What follows belongs to an exercise in optimizing a design on an open flow for small area, a short achievable clock period and few clock cycles per item; a production flow would make more cautious choices.
Only simulation tests tie the RTL to the original design; equivalence was not proved.
No activity file was given, so power comes from the tool's default toggle rates.

==> design.v <==
module biquad_eq (
    input  wire        clk,
    input  wire        rst,
    input  wire        cfg_we,
    input  wire [6:0]  cfg_addr,
    input  wire [35:0] cfg_data,
    input  wire        in_valid,
    output wire        in_ready,
    input  wire [35:0] in_data,
    output reg         out_valid,
    input  wire        out_ready,
    output reg  [35:0] out_data,
    output reg         out_sat
);
    localparam NSEC = 8;
    localparam [35:0] UNITY = 36'h0_8000_0000;
    localparam [2:0] S_IDLE   = 3'd0,
                     S_MAC    = 3'd1,
                     S_STORE  = 3'd2,
                     S_GAIN   = 3'd3,
                     S_GSTORE = 3'd4,
                     S_OUT    = 3'd5;
    reg signed [35:0] b0 [0:NSEC-1];
    reg signed [35:0] b1 [0:NSEC-1];
    reg signed [35:0] b2 [0:NSEC-1];
    reg signed [35:0] a1 [0:NSEC-1];
    reg signed [35:0] a2 [0:NSEC-1];
    reg signed [35:0] gain;
    reg        [2:0]  last_sec;      
    reg signed [35:0] y1 [0:NSEC-1];
    reg signed [35:0] y2 [0:NSEC-1];
    reg signed [35:0] hx1;           
    reg signed [35:0] hx2;
    reg [2:0]  state;
    reg [2:0]  sec;
    reg [2:0]  tap;                  
    reg signed [35:0] v;             
    reg signed [79:0] acc;
    reg        sat;
    wire take_in = (state == S_IDLE) | ((state == S_OUT) & out_ready);
    assign in_ready = take_in;
    wire [2:0] psec = sec - 3'd1;
    wire signed [35:0] sx1 = (sec == 3'd0) ? hx1 : y1[psec];
    wire signed [35:0] sx2 = (sec == 3'd0) ? hx2 : y2[psec];
    reg signed [35:0] mul_c;
    reg signed [35:0] mul_x;
    always @(*) begin
        case (tap)
            3'd0:    begin mul_c = b1[sec]; mul_x = sx1;     end
            3'd1:    begin mul_c = b2[sec]; mul_x = sx2;     end
            3'd2:    begin mul_c = a1[sec]; mul_x = y1[sec]; end
            3'd3:    begin mul_c = a2[sec]; mul_x = y2[sec]; end
            default: begin mul_c = b0[sec]; mul_x = v;       end
        endcase
        if (state == S_GAIN) begin
            mul_c = gain;
            mul_x = v;
        end
    end
    wire signed [71:0] prod = mul_c * mul_x;
    wire signed [79:0] prod_ext = {{8{prod[71]}}, prod};
    wire subtract = (tap == 3'd2) || (tap == 3'd3);
    /*verilator lint_off UNUSEDSIGNAL*/
    wire signed [79:0] rounded = acc + 80'sd1073741824;
    /*verilator lint_on UNUSEDSIGNAL*/
    wire signed [48:0] shifted = rounded[79:31];
    wire               too_big   = (shifted > 49'sh0_0007_FFFF_FFFF);
    wire               too_small = (shifted < -49'sh0_0008_0000_0000);
    wire signed [35:0] stored = too_big   ? 36'sh7_FFFF_FFFF :
                                too_small ? 36'sh8_0000_0000 :
                                            shifted[35:0];
    wire               store_sat = too_big | too_small;
    integer i;
    always @(posedge clk) begin
        if (rst) begin
            for (i = 0; i < NSEC; i = i + 1) begin
                b0[i] <= UNITY;
                b1[i] <= 36'd0;
                b2[i] <= 36'd0;
                a1[i] <= 36'd0;
                a2[i] <= 36'd0;
                y1[i] <= 36'd0;
                y2[i] <= 36'd0;
            end
            hx1       <= 36'd0;
            hx2       <= 36'd0;
            gain      <= UNITY;
            last_sec  <= 3'd0;
            state     <= S_IDLE;
            sec       <= 3'd0;
            tap       <= 3'd0;
            v         <= 36'd0;
            acc       <= 80'd0;
            sat       <= 1'b0;
            out_valid <= 1'b0;
            out_data  <= 36'd0;
            out_sat   <= 1'b0;
        end else begin
            if (cfg_we) begin
                if (!cfg_addr[6]) begin
                    case (cfg_addr[2:0])
                        3'd0: b0[cfg_addr[5:3]] <= cfg_data;
                        3'd1: b1[cfg_addr[5:3]] <= cfg_data;
                        3'd2: b2[cfg_addr[5:3]] <= cfg_data;
                        3'd3: a1[cfg_addr[5:3]] <= cfg_data;
                        3'd4: a2[cfg_addr[5:3]] <= cfg_data;
                        default: ;
                    endcase
                end else if (cfg_addr[5:0] == 6'd0) begin
                    gain <= cfg_data;
                end else if (cfg_addr[5:0] == 6'd1) begin
                    last_sec <= cfg_data[2:0];
                    for (i = 0; i < NSEC; i = i + 1) begin
                        y1[i] <= 36'd0;
                        y2[i] <= 36'd0;
                    end
                    hx1 <= 36'd0;
                    hx2 <= 36'd0;
                end
            end
            if (take_in && in_valid) begin
                v     <= in_data;
                sec   <= 3'd0;
                tap   <= 3'd0;
                sat   <= 1'b0;
                state <= S_MAC;
            end else if (state == S_OUT && out_ready) begin
                state <= S_IDLE;
            end
            if (state == S_OUT && out_ready)
                out_valid <= 1'b0;
            case (state)
                S_MAC: begin
                    if (tap == 3'd0) begin
                        acc <= prod_ext;
                        if (sec != 3'd0) begin
                            v   <= stored;
                            sat <= sat | store_sat;
                        end
                    end else begin
                        acc <= subtract ? acc - prod_ext : acc + prod_ext;
                    end
                    if (tap == 3'd1) begin
                        if (sec == 3'd0) begin
                            hx2 <= hx1;
                            hx1 <= v;
                        end else begin
                            y2[psec] <= y1[psec];
                            y1[psec] <= v;
                        end
                    end
                    if (tap == 3'd4) begin
                        tap <= 3'd0;
                        if (sec == last_sec)
                            state <= S_STORE;
                        else
                            sec <= sec + 3'd1;
                    end else begin
                        tap <= tap + 3'd1;
                    end
                end
                S_STORE: begin
                    v     <= stored;
                    sat   <= sat | store_sat;
                    state <= S_GAIN;
                end
                S_GAIN: begin
                    y2[sec] <= y1[sec];
                    y1[sec] <= v;
                    acc     <= prod_ext;
                    state   <= S_GSTORE;
                end
                S_GSTORE: begin
                    out_data  <= stored;
                    out_sat   <= sat | store_sat;
                    out_valid <= 1'b1;
                    state     <= S_OUT;
                end
                default: ;
            endcase
        end
    end
endmodule
==> config.mk <==
export PLATFORM = sky130hd
export DESIGN_NAME = biquad_eq
export DESIGN_NICKNAME = biquad_eq
export VERILOG_FILES = /design/flow/design.v
export SDC_FILE = /design/flow/constraint.sdc
export NUM_CORES = 4
export LEC_CHECK = 0
export CAP_MARGIN = 20
export CORE_MARGIN = 2
export CORE_UTILIZATION = 40
export SLEW_MARGIN = 20
==> run.sh <==
#!/bin/bash
# synth_recipe.tcl (not shown) runs the flow's synth.tcl, then flattens the netlist and writes it again
# the make line also repeats each setting of config.mk as NAME=value (left out here)
make -C /OpenROAD-flow-scripts/flow DESIGN_CONFIG=/design/flow/config.mk WORK_HOME=/design/flow/orfs CLKGATE_MAP_FILE= SYNTH_SCRIPT=/design/flow/synth_recipe.tcl finish
==> constraint.sdc <==
create_clock -name core_clock -period 16.0 [get_ports {clk}]
set_input_delay 3.2000 -clock core_clock [delete_from_list [all_inputs] [get_ports {clk}]]
set_output_delay 3.2000 -clock core_clock [all_outputs]
set_load 0.01 [all_outputs]
==> summary.md <==
| Metric | Value |
|---|---|
| TritonCTS buffer count | `269` |
| R2r worst-path depth | `53` |
| Reg clk slew, reported paths | `0.06 ns` |
| Ports | `123` |
| Rel. slew slack | `0.196` |
| Die W | `638 µm` |
| GRT Util Overall | `0.259` |
| Row Count | `232` |
| Hold depth | `2` |
| Post-Syn Area | `0.161 mm²` |
| Unique masters post-synth | `105` |
| Largest stage delay on the critical path | `0.83 ns` |
| CTS sink cnt | `2,291` |
| Synth Warn # | `1` |
| Synth Flop Type | `edfxtp_1` |
| Cell count after synthesis | `14,404` |
| Layout cell share with drive strength beyond 1 | `0.128` |
| Slew @ Worst Pin | `1.21 ns` |
| DR WL/cell | `26.9 µm` |
| CP Data Arrival Time | `16.06 ns` |
| Placed cell areas | `0.170 mm²` |
| TritonRoute pass-1 iters | `7` |
| WS Path Type | `reg -> reg` |
| Initial DRC Count | `12,408` |
| ANT nets after route | `0` |
| GPL Wtd Cong | `0.932` |
| Worst r2r src | `sec[1]` |
| Initial antenna violation count | `30` |
| CTS H-Tree Depth | `5` |
| Post-Route WL | `530,000 µm` |
| Hold endpoint | `hx2[8]` |
| Fin crit share | `0.959` |
| Worst hold start | `hx1[8]` |
| Pleak | `71.1 nW` |
| Vias post-DR | `112,480` |
| Largest cells by area after synthesis | `edfxtp_1, fa_1, mux4_2, and2_1, nand2_1` |
| CP max-delay cell | `o21ai_2` |
| Synth area leader | `edfxtp_1` |
| Final setup fails | `0` |
| CP most frequent cell | `fa_1` |
| Hpwl dp | `354,000 µm` |
| Final hold slack | `0.444 ns` |
| Clock Skew | `0.0766 ns` |
| DRC Markers | `0` |
| Asr flop ratio synth | `0` |
| Die height | `638 µm` |
| Longest Clk Path Bufs | `4` |
| VDD IR max | `96.5 µV` |
| RSZ-0062 raised after global routing | `false` |
| Fin Setup TNS | `0 ns` |
| TritonCTS clock tree | `yes` |
| Yosys reg bits | `2,291` |
| Worst Setup Start Kind | `register` |
| Clock period minus final worst setup slack | `15.34 ns` |
| PD cells | `99.2 mW/mm²` |
| Hold Violations, Final | `0` |
| Die area | `0.407 mm²` |
| Status | `complete, no violations` |
| Post-synth top area share | `0.376` |
| R2r setup slk | `0.66 ns` |
| Vias per Instance | `5.70` |
| Nets | `16,005` |
| Synthesized area per cell | `11.2 µm²` |
| Clock latency (worst-skew pair) | `0.95 ns` |
| Grt ovf | `0` |
| Critical Path End Type | `register` |
| IO buf count | `122` |
| Design area | `0.179 mm²` |
| Area growth from synthesis to layout | `11.0%` |
| Syn nets | `16,176` |
| FF-to-FF End | `acc[77]` |
| Final max-slew violation count | `0` |
| Setup WS pre-CTS | `0.600 ns` |
| Worst EP required | `16.73 ns` |
| Core Area | `0.400 mm²` |
| Starting density of the core | `0.402` |
| First-pass GRT wire length | `782,000 µm` |
| FMAX | `65.2 MHz` |
| Largest net degree at the start of global routing | `111` |
| Max Cap Violations | `0` |
| CP Max Fanout | `87` |
| Clock root buffer master | `clkbuf_16` |
| Min-Delay Path Class | `reg -> reg` |
| Post-route setup slack | `0.663 ns` |
| Post-synthesis sequential area ratio | `0.411` |
| Post-synth EDFFs | `2,016` |
| Vias in the first global route | `115,715` |
cells in the final DEF, fill, tap and decap left out, types with 30 or more instances in the layout:
cell / instances
a221oi_1: 55
and2_1: 1620
and3_1: 313
clkinv_2: 34
a211oi_1: 77
a311oi_1: 30
buf_4: 495
buf_2: 34
inv_1: 1375
nor3_1: 94
nand2b_1: 39
buf_12: 34
o21ai_0: 220
clkbuf_1: 72
nor2b_1: 61
fa_1: 1381
or2_2: 54
clkdlybuf4s50_1: 85
edfxtp_1: 2016
clkbuf_16: 279
a21oi_1: 350
a22oi_1: 73
xnor2_1: 161
xor2_1: 85
o211ai_1: 58
nor2_1: 990
a21o_1: 90
clkinv_1: 46
nand2_1: 2021
mux4_2: 646
nand3_1: 198
nand4_1: 49
a31oi_1: 33
nor2_2: 42
dfxtp_1: 272
mux2i_1: 143
ha_1: 302
layer usage:
metal / routed length, µm / GRT usage
met5: 52 / 0
met4: 26100 / 0.114
met3: 49300 / 0.0513
met2: 245000 / 0.415
met1: 209000 / 0.342
layout make-up:
class / count / area [µm²]
Timing Repair Buffer: 652 / 5520
Antenna cell: 9 / 22.5
Multi-Input combinational cell: 9637 / 86500
Inverter: 1382 / 5190
Sequential cell: 2291 / 66100
Clock inverter: 120 / 1200
Fill cell: 36581 / 221000
Tap cell: 5265 / 6590
Clock buffer: 367 / 7470
cell usage after synthesis (all sizes together), types with 28 or more instances:
library cell,number
nor2,1035
xnor2,161
edfxtp,2016
or3,28
ha,307
a311oi,30
dfxtp,275
buf,167
o21ai,287
a22oi,74
fa,1381
nand4,50
nand2b,42
or2,55
o211ai,59
nand3,199
mux2i,143
and2,1621
a31oi,58
xor2,86
a21oi,353
a211oi,79
nor2b,66
nor3,98
inv,1376
and3,314
clkbuf,927
a221oi,56
nand2,2040
a21o,91
mux4,646
registers in the layout, summed over array words and instances, names as in the netlist, 80 cells and up:
register,count
acc,80
y2,288
b2,288
a1,288
y1,288
b1,288
b0,288
a2,288
power breakdown:
part	internal (mW)	switching [mW]	total, mW
clock network	3.59	2.57	6.16
logic	1.70	2.95	4.65
registers	6.77	0.139	6.90
cell families after synthesis:
kind of cell / count (synthesis) / share of synthesized area
AO/OA/AOI/OAI: 1290 / 0.0522
XOR/XNOR: 247 / 0.0135
adder cells (fa/ha/maj): 1688 / 0.196
buffers and inverters: 2476 / 0.0585
flip-flops: 2291 / 0.411
multiplexers: 796 / 0.0998
AND/OR/NAND/NOR: 5616 / 0.170
critical path: cells and delay by family, from the launching register on:
kind	cells	cell delay, ns
xor+xnor	2	0.29
simple gates	11	2.11
compound gates	19	5.09
flops	1	0.58
buf+inv	10	1.69
mux	1	0.36
fa+ha+maj	10	4.75
stage by stage:
stage          cells  power (mW)  utilization
2_1_floorplan  14404        9.86            -
3_3_place_gp   19224        11.6        0.425
3_5_place_dp   19224        11.6        0.425
4_1_cts        19711        17.7        0.446
5_1_grt        19716        18.4        0.447
6_report       19723        17.7        0.447
worst max path at each step:
stage,startpoint,to,slack [ns],cells after the start
2_1_floorplan,sec[1],acc[78],0.17,57
3_3_place_gp,sec[0],acc[79],0.83,44
3_5_place_dp,sec[0],acc[79],0.60,44
4_1_cts,sec[0],acc[79],0.54,44
5_1_grt,sec[0],acc[77],0.009,51
6_report,sec[1],acc[77],0.66,53
repair_timing:
item                                    CTS  global route
gates resized for setup                   0             6
buffers inserted                          0             1
hold buffers                              0             0
endpoints found under the setup margin    0             7
Testbench counts, summed over its fixed seeds: cycles 156,464, items 6,144.

==> what the ideal ports hide <==
Ports are ideal in the flow. The routed layout listed here was re-timed in OpenROAD. Step 1 (the two cells are an assumption about what drives the block):
set clk [get_ports {clk}]
set_driving_cell -lib_cell sky130_fd_sc_hd__clkbuf_16 $clk
set_driving_cell -lib_cell sky130_fd_sc_hd__buf_2 [delete_from_list [all_inputs] $clk]
Step 2 adds t to the input delays and takes it off the output delays; t is the mean of the earliest and latest rising clock arrival at the registers after step 1. Input paths then give back, and output paths get back, about the clock's delay inside the block. a / b / c = ideal ports / drivers / drivers and shift; a / b = the first two.
t, ns: 1.020
slack for setup (ns): 0.663 / 0.663 / 0.663
worst hold slack (ns): 0.444 / 0.444 / 0.444
worst setup path at the end: register to register
After both steps setup and hold are still met in this run. The setup slack of this run moves by 0.000 ns with the drivers and by 0.000 ns with both steps.
